Context: an optimization exercise on an open-source flow, tuned for small area, a short achievable clock period and few clock cycles per item. The choices shown serve that exercise and are no tape-out recipe. Only simulation tests tie the RTL to the original design; equivalence was not proved.

<file path="flow/design.v">
module geo_weights (
    input  wire [15:0]        f,
    input  wire [31:0]        f2,       
    output wire signed [31:0] wm1,
    output wire signed [31:0] w0,
    output wire signed [31:0] w1,
    output wire signed [31:0] w2
);
    wire signed [52:0] sf   = {37'd0, f};
    wire signed [52:0] sf2  = {21'd0, f2};
    wire signed [52:0] sf3  = sf2 * sf;
    wire signed [52:0] n_m1 = -sf3 + (sf2 <<< 17) - (sf <<< 32);
    wire signed [52:0] n_0  = 53'sd3 * sf3 - 53'sd5 * (sf2 <<< 16) + (53'sd1 <<< 49);
    wire signed [52:0] n_1  = -(53'sd3 * sf3) + (sf2 <<< 18) + (sf <<< 32);
    wire signed [52:0] n_2  = sf3 - (sf2 <<< 16);
    wire [52:0] m_m1 = n_m1[52] ? -n_m1 : n_m1;
    wire [52:0] m_0  = n_0[52]  ? -n_0  : n_0;
    wire [52:0] m_1  = n_1[52]  ? -n_1  : n_1;
    wire [52:0] m_2  = n_2[52]  ? -n_2  : n_2;
    wire [52:0] q_m1 = (m_m1 + 53'd262144) >> 19;
    wire [52:0] q_0  = (m_0  + 53'd262144) >> 19;
    wire [52:0] q_1  = (m_1  + 53'd262144) >> 19;
    wire [52:0] q_2  = (m_2  + 53'd262144) >> 19;
    assign wm1 = n_m1[52] ? -q_m1[31:0] : q_m1[31:0];
    assign w0  = n_0[52]  ? -q_0[31:0]  : q_0[31:0];
    assign w1  = n_1[52]  ? -q_1[31:0]  : q_1[31:0];
    assign w2  = n_2[52]  ? -q_2[31:0]  : q_2[31:0];
endmodule
module geo_corr (
    input  wire         clk,
    input  wire         rst,           
    input  wire [31:0]  a0, a1, a2,
    input  wire [31:0]  b0, b1, b2,
    input  wire [31:0]  zofs, zgain,
    input  wire [31:0]  fxmin, fymin, fxmax, fymax,
    input  wire         in_valid,
    output wire         in_ready,
    input  wire [31:0]  in_x, in_y, in_z,
    output reg          out_valid,
    output reg  [31:0]  out_x, out_y, out_z,
    output reg  [2:0]   out_sat,       
    output reg          mem_req,
    output reg  [12:0]  mem_addr,
    input  wire [95:0]  mem_rdata
);
    localparam [3:0] S_IDLE = 4'd0, S_DIV = 4'd1, S_SQ = 4'd2, S_WGT = 4'd3,
                     S_NODE = 4'd4, S_COL = 4'd5, S_AFF1 = 4'd6, S_AFF2 = 4'd7,
                     S_FIN = 4'd8;
    reg [3:0] state;
    reg [4:0] cnt;
    assign in_ready = (state == S_IDLE);
    reg signed [31:0] xr, yr, zr;
    wire signed [32:0] dx_in = $signed({in_x[31], in_x}) - $signed({fxmin[31], fxmin});
    wire signed [32:0] dy_in = $signed({in_y[31], in_y}) - $signed({fymin[31], fymin});
    wire signed [32:0] wx_f  = $signed({fxmax[31], fxmax}) - $signed({fxmin[31], fxmin});
    wire signed [32:0] wy_f  = $signed({fymax[31], fymax}) - $signed({fymin[31], fymin});
    reg [1:0]  modex, modey;             
    reg [32:0] remx, remy;
    reg [21:0] qx, qy;
    wire [33:0] tx = {remx, 1'b0};
    wire [33:0] ty = {remy, 1'b0};
    wire        gex = tx >= {1'b0, wx_f};
    wire        gey = ty >= {1'b0, wy_f};
    wire [22:0] sx = (modex == 2'd1) ? 23'd0 : (modex == 2'd2) ? 23'd4194304 : {1'b0, qx};
    wire [22:0] sy = (modey == 2'd1) ? 23'd0 : (modey == 2'd2) ? 23'd4194304 : {1'b0, qy};
    wire [6:0]  ix = sx[22:16];
    wire [6:0]  iy = sy[22:16];
    wire [15:0] fx = sx[15:0];
    wire [15:0] fy = sy[15:0];
    reg [31:0] f2x, f2y;
    wire signed [31:0] wxm1, wx0, wx1, wx2, wym1, wy0, wy1, wy2;
    geo_weights u_wx (.f(fx), .f2(f2x), .wm1(wxm1), .w0(wx0), .w1(wx1), .w2(wx2));
    geo_weights u_wy (.f(fy), .f2(f2y), .wm1(wym1), .w0(wy0), .w1(wy1), .w2(wy2));
    reg [127:0] wxr, wyr;                
    wire [1:0] k_iss = cnt[1:0];
    wire [1:0] l_iss = cnt[3:2];
    wire signed [8:0] col_raw = $signed({2'b00, ix}) + $signed({7'd0, k_iss}) - 9'sd1;
    wire signed [8:0] row_raw = $signed({2'b00, iy}) + $signed({7'd0, l_iss}) - 9'sd1;
    wire [6:0] col = col_raw < 0 ? 7'd0 : (col_raw > 64 ? 7'd64 : col_raw[6:0]);
    wire [6:0] row = row_raw < 0 ? 7'd0 : (row_raw > 64 ? 7'd64 : row_raw[6:0]);
    wire [4:0] cnt_d = cnt - 5'd1;      
    wire [1:0] k_acc = cnt_d[1:0];
    wire [1:0] l_acc = cnt_d[3:2];
    localparam signed [65:0] HALF30 = 66'sd1 <<< 29;
    localparam signed [65:0] HALF28 = 66'sd1 <<< 27;
    wire signed [31:0] wx_acc = wxr[32*k_acc +: 32];
    wire signed [31:0] wy_col = wyr[32*cnt[1:0] +: 32];
    wire [95:0] tot_flat;                 
    wire [2:0]  sat_flag;
    genvar g;
    generate
        for (g = 0; g < 3; g = g + 1) begin : g_lane
            wire signed [31:0] node = mem_rdata[32*g +: 32];
            wire signed [31:0] coef1 = (g == 0) ? a1 : (g == 1) ? b1 : zgain;
            wire signed [31:0] coef2 = (g == 0) ? a2 : (g == 1) ? b2 : 32'sd0;
            wire signed [31:0] val1  = (g == 2) ? zr : xr;
            wire signed [31:0] offs  = (g == 0) ? a0 : (g == 1) ? b0 : zofs;
            reg signed [65:0] racc;           
            reg signed [33:0] rrow0, rrow1, rrow2, rrow3;    
            reg signed [65:0] gacc;           
            reg signed [65:0] pacc;           
            reg signed [31:0] ma;
            reg signed [33:0] mb;
            always @(*) begin
                ma = 32'sd0;
                mb = 34'sd0;
                case (state)
                    S_NODE: begin ma = wx_acc; mb = {{2{node[31]}}, node}; end
                    S_COL: begin
                        ma = wy_col;
                        case (cnt[1:0])
                            2'd0: mb = rrow0;
                            2'd1: mb = rrow1;
                            2'd2: mb = rrow2;
                            default: mb = rrow3;
                        endcase
                    end
                    S_AFF1: begin ma = coef1; mb = {{2{val1[31]}}, val1}; end
                    S_AFF2: begin ma = coef2; mb = {{2{yr[31]}}, yr}; end
                    default: ;
                endcase
            end
            wire signed [65:0] prod = ma * mb;
            wire signed [65:0] rsum  = ((k_acc == 2'd0) ? 66'sd0 : racc) + prod;
            wire signed [65:0] rrnd  = (rsum + HALF30) >>> 30;
            wire signed [65:0] gsum  = (gacc + HALF30) >>> 30;
            wire signed [65:0] asum  = (pacc + HALF28) >>> 28;
            wire signed [65:0] tot   = $signed({{34{offs[31]}}, offs}) + asum + gsum;
            wire hi = tot > 66'sd2147483647;
            wire lo = tot < -66'sd2147483648;
            assign tot_flat[32*g +: 32] = hi ? 32'h7FFF_FFFF : lo ? 32'h8000_0000 : tot[31:0];
            assign sat_flag[g] = hi | lo;
            always @(posedge clk) begin
                case (state)
                    S_NODE: if (cnt != 5'd0) begin
                        racc <= rsum;
                        if (k_acc == 2'd3) begin
                            case (l_acc)
                                2'd0: rrow0 <= rrnd[33:0];
                                2'd1: rrow1 <= rrnd[33:0];
                                2'd2: rrow2 <= rrnd[33:0];
                                default: rrow3 <= rrnd[33:0];
                            endcase
                        end
                    end
                    S_COL:  gacc <= ((cnt[1:0] == 2'd0) ? 66'sd0 : gacc) + prod;
                    S_AFF1: pacc <= prod;
                    S_AFF2: pacc <= pacc + prod;
                    default: ;
                endcase
            end
        end
    endgenerate
    always @(*) begin
        mem_req  = (state == S_NODE) && (cnt < 5'd16);
        mem_addr = row * 13'd65 + {6'd0, col};
    end
    always @(posedge clk) begin
        if (rst) begin
            state     <= S_IDLE;
            cnt       <= 5'd0;
            out_valid <= 1'b0;
        end else begin
            out_valid <= 1'b0;
            case (state)
                S_IDLE: begin
                    if (in_valid) begin
                        xr <= in_x;
                        yr <= in_y;
                        zr <= in_z;
                        qx <= 22'd0;
                        qy <= 22'd0;
                        remx <= dx_in;
                        remy <= dy_in;
                        if (wx_f == 33'sd0 || dx_in < 0) modex <= 2'd1;
                        else if (dx_in >= wx_f)          modex <= 2'd2;
                        else                             modex <= 2'd0;
                        if (wy_f == 33'sd0 || dy_in < 0) modey <= 2'd1;
                        else if (dy_in >= wy_f)          modey <= 2'd2;
                        else                             modey <= 2'd0;
                        cnt   <= 5'd0;
                        state <= S_DIV;
                    end
                end
                S_DIV: begin
                    if (gex) begin remx <= tx[32:0] - wx_f; qx <= {qx[20:0], 1'b1}; end
                    else     begin remx <= tx[32:0];        qx <= {qx[20:0], 1'b0}; end
                    if (gey) begin remy <= ty[32:0] - wy_f; qy <= {qy[20:0], 1'b1}; end
                    else     begin remy <= ty[32:0];        qy <= {qy[20:0], 1'b0}; end
                    cnt <= cnt + 5'd1;
                    if (cnt == 5'd21) state <= S_SQ;
                end
                S_SQ: begin
                    f2x   <= fx * fx;
                    f2y   <= fy * fy;
                    state <= S_WGT;
                end
                S_WGT: begin
                    wxr   <= {wx2, wx1, wx0, wxm1};
                    wyr   <= {wy2, wy1, wy0, wym1};
                    cnt   <= 5'd0;
                    state <= S_NODE;
                end
                S_NODE: begin
                    if (cnt == 5'd16) begin
                        cnt   <= 5'd0;
                        state <= S_COL;
                    end else begin
                        cnt <= cnt + 5'd1;
                    end
                end
                S_COL: begin
                    cnt <= cnt + 5'd1;
                    if (cnt == 5'd3) state <= S_AFF1;
                end
                S_AFF1: state <= S_AFF2;
                S_AFF2: state <= S_FIN;
                S_FIN: begin
                    out_x     <= tot_flat[31:0];
                    out_y     <= tot_flat[63:32];
                    out_z     <= tot_flat[95:64];
                    out_sat   <= sat_flag;
                    out_valid <= 1'b1;
                    state     <= S_IDLE;
                end
                default: state <= S_IDLE;
            endcase
        end
    end
endmodule
</file>
<file path="flow/run.sh">
#!/bin/bash
# synth_recipe.tcl (not shown) runs the flow's synth.tcl, then flattens the netlist and writes it again
# the make line also repeats each setting of config.mk as NAME=value (left out here)
make -C /OpenROAD-flow-scripts/flow DESIGN_CONFIG=/design/flow/config.mk WORK_HOME=/design/flow/orfs CLKGATE_MAP_FILE= SYNTH_SCRIPT=/design/flow/synth_recipe.tcl finish
</file>
<file path="flow/config.mk">
export PLATFORM = sky130hd
export DESIGN_NAME = geo_corr
export DESIGN_NICKNAME = geo_corr
export VERILOG_FILES = /design/flow/design.v
export SDC_FILE = /design/flow/constraint.sdc
export NUM_CORES = 8
export LEC_CHECK = 0
export CAP_MARGIN = 20
export CORE_MARGIN = 2
export CORE_UTILIZATION = 40
export PLACE_DENSITY = 0.6
export SLEW_MARGIN = 20
</file>
<file path="flow/constraint.sdc">
create_clock -name core_clock -period 22.0 [get_ports {clk}]
set_input_delay 4.4000 -clock core_clock [delete_from_list [all_inputs] [get_ports {clk}]]
set_output_delay 4.4000 -clock core_clock [all_outputs]
set_load 0.01 [all_outputs]
</file>
==> summary.txt <==
-- area by class of cell --
type / count / area, um2 / share of cell area
multi-input combinational: 28350 / 254300 / 0.7054
sequential: 1633 / 48940 / 0.1358
inverter: 6316 / 23720 / 0.06580
tap: 10920 / 13660 / 0.03791
timing repair buffer: 1397 / 12390 / 0.03438
clock buffer: 227 / 5223 / 0.01449
clock inverter: 152 / 2016 / 0.005592
antenna: 97 / 242.7 / 0.0006734
-- per-layer routing --
layer,track usage,wire length (um),up-vias
met5,0,217,-
met2,0.4784,576300,11750
li1,-,-,124200
met4,0.1690,87860,28
met1,0.3974,526300,140400
met3,0.07193,118700,2332
-- stage by stage --
| step | hold WS [ns] | utilization | setup slack (ns) |
|---|---|---|---|
| 2_1_floorplan | 0.5145 | - | 1.653 |
| 4_1_cts | 0.5352 | 0.4360 | 2.962 |
| 5_1_grt | 0.5682 | 0.4364 | 1.565 |
| 3_5_place_dp | 0.5317 | 0.4272 | 2.785 |
| 6_report | 0.5296 | 0.4365 | 2.741 |
| 3_3_place_gp | 0.5298 | 0.4270 | 2.747 |
-- worst max path at each step --
stage,startpoint,endpoint,slack [ns],depth (start not counted)
finish,modey[1]$_SDFFCE_PP0P_,wyr[92]$_DFFE_PP_,2.74,63
global route,modex[1]$_SDFFCE_PP0P_,wxr[87]$_DFFE_PP_,1.57,71
CTS,modey[1]$_SDFFCE_PP0P_,wyr[92]$_DFFE_PP_,2.96,62
detailed placement,a1[4],g_lane[0].pacc[65]$_DFFE_PP_,2.79,46
global placement,a2[4],g_lane[0].pacc[65]$_DFFE_PP_,2.75,46
floorplan,cnt[0]$_SDFFE_PP0P_,g_lane[0].rrow2[0]$_DFFE_PP_,1.65,12
-- critical path, delay by kind of cell (launching register included) --
family / cells / cell delay, ns
AOI/OAI and AO/OA: 20 / 5.32
xor gates and xnor gates: 5 / 1.37
adders and majority gates: 12 / 5.06
buffers and inverters: 8 / 1.88
DFF: 1 / 0.44
muxes: 1 / 0.28
and+or+nand+nor: 17 / 4.50
-- Yosys cell counts (all sizes together) (157+ instances only) --
cell type,instances,area (um2)
nand4,315,2013
and3,329,2064
inv,6299,23650
o21a,279,2095
a211oi,184,1409
a21oi,1843,9235
xor2,880,7749
nand2b,353,2208
nor3,557,2865
o21bai,332,2492
xnor2,1679,14740
o211ai,174,1321
a31oi,220,1389
nor4,157,1117
nand2,4761,17870
and2,392,2455
nor2b,812,5080
ha,2836,35480
nor2,2475,9298
edfxtp,1623,48740
o21ai,1216,6112
fa,4774,95570
or3,187,1181
a21o,804,6042
nand3,626,3171
clkbuf,1265,4838
-- cell families after synthesis --
group / synth area share
adders and majority gates: 0.3959
other: 0.00002269
DFF: 0.1478
and+or+nand+nor: 0.1616
muxes: 0.008418
buffers and inverters: 0.08812
xor gates and xnor gates: 0.06849
AOI/OAI and AO/OA: 0.1296
-- flip-flops by register name (all words and copies together) (netlist names), 32 cells and up --
name          cells
out_x            32
out_y            32
wyr             128
remx             33
zr               32
g_lane.pacc     198
yr               32
out_z            32
g_lane.rrow1    102
wxr             128
g_lane.gacc     198
g_lane.racc     192
g_lane.rrow0    102
remy             33
xr               32
g_lane.rrow2    102
g_lane.rrow3    102
==> summary.txt <==
* Grt total ovfl at 0
* 1st-iter DRT viols at around 25,000
* Post-synthesis cell count at roughly 38,000
* Initial antenna violation count at approximately 140
* Clk_skew at 0.1848 ns
* Post-DRT Antenna Nets at 0
* Most frequent cells in the layout: inv_1, fa_1, nand2_1
* Avg Inst Size Synth at 8.786 um2
* Fmax at 51.92 MHz
* YS warnings at 1
* Final GP Congestion at just over 1
* Number of vias per cell at 5.677
* Min-Delay Startpoint: qy[2]$_SDFFCE_PN0P_
* Hold EP: qy[3]$_SDFFCE_PN0P_
* Post-CTS Hold Buffers at 0
* Port Buf Inserts at between 600 and 700
* EDFF count, synth at ~1,600
* WL final at 1,309,000 um
* Nets at around 46,000
* Clock slew at reported path FFs at roughly 0.09 ns
* Fin cells at 49,100
* Arr. time, crit path at between 15 and 20 ns
* Critical Path RT at 22.66 ns
* Pins Over Slew Limit at 0
* R2R cell count at 63
* CTS H-Tree Depth at 4
* Unrepaired setup endpoints after global routing: no
* CTS Buffer Depth at 4
* # Post-CTS Setup Buffers at 0
* Post-CTS sizing at 0
* Critical Setup Path Class: register to register
* R2R Path End: wyr[92]$_DFFE_PP_
* Worst skew pair latency at 1.08 ns
* Core ar. at slightly above 800,000 um2
* CP Launch Type: register
* IO Pins at 694
* Die Width at about 910 um
* Die ar. at around 830,000 um2
* Design area at roughly 360,000 um2
* Max_slew headroom at 0.1538
* Yosys reg bits at 1,633
* Crit-path max cell delay at around 0.73 ns
* Setup-failing EPs final at 0
* Syn Std Cell Area at between 300,000 and 400,000 um2
* Most common cell after layout, fill and taps aside: inv_1
* Post-synth cell types at ~150
* Global-route usage over all layers at 0.3078
* DRT Pass-1 Iters at 8
* Die height at about 910 um
* Root buf cell: clkbuf_16
* Hold Path Stages at 1
* Actual slew at the worst max-slew pin at 1.269 ns
* Largest net degree at the start of global routing at 103
* Clock period minus final worst setup slack at between 15 and 20 ns
* Placement row count at around 330
* Status: complete, no violations
* Critical path fanouts, max at 39
* Area Overhead vs Synth at 8.890%
* Vias at around 280k
* Vias in the first global route at between 200k and 300k
* DP HPWL at 1,079,000 um
* First-pass GRT wire length at around 1,900,000 um
* TritonCTS Sinks at 1,633
* Initial Util at 0.4009
* Dominant synthesized flop cell: edfxtp_1
* Drt wl/cell at 26.67 um
* Share of cells above drive strength 1 at 0.04527
* CTS tree: done
* Fin. Hold Viols at 0
* Worst r2r src: modey[1]$_SDFFCE_PP0P_
* # DRC at 0
* Most common cell on crit path: fa_1
* Placed Instance Area at roughly 350,000 um2
* Worst hold path class: register to register
* Asr flop ratio synth at 0
* Fin crit share at 0.8754
* Reg2reg setup slack at roughly 2.7 ns
* Fillers at just over 80,000
* Crit. End Element: register
* Fin Setup TNS at 0 ns
* Number of buffers created by CTS at roughly 200
* Placed instance count at 48,610
* CP max-delay cell: clkinv_1
* Max Cap Violations at 0
* Post-synthesis sequential area ratio at 0.1478
Testbench counts, summed over its fixed seeds: cycles 100,416, items 2,048.

what the ideal ports hide:
How much do the figures lean on ideal ports? The routed layout below was timed once more, with nothing changed but the port constraints.
Step 1, drivers: a clkbuf_16 drives clk and a buf_2 each remaining input, both assumed.
Step 2 times the ports against the registers' clock, not the clock port: input delays grow and output delays shrink by t, the midpoint of the rising clock arrivals with the driver on.
a / b / c = no drivers / after step 1 / after step 2; a / b = the first two.
shift t [ns]: 1.137
setup WS [ns]: 2.741 / 2.741 / 2.656
worst setup path after step 2: input to register
worst register clock-pin slew, ns: 0.09 / 0.09
pins driven straight from the clock port: 1
After both steps setup and hold are still met in this run. The setup slack of this run moves by 0.000 ns with the drivers and by -0.085 ns with both steps.
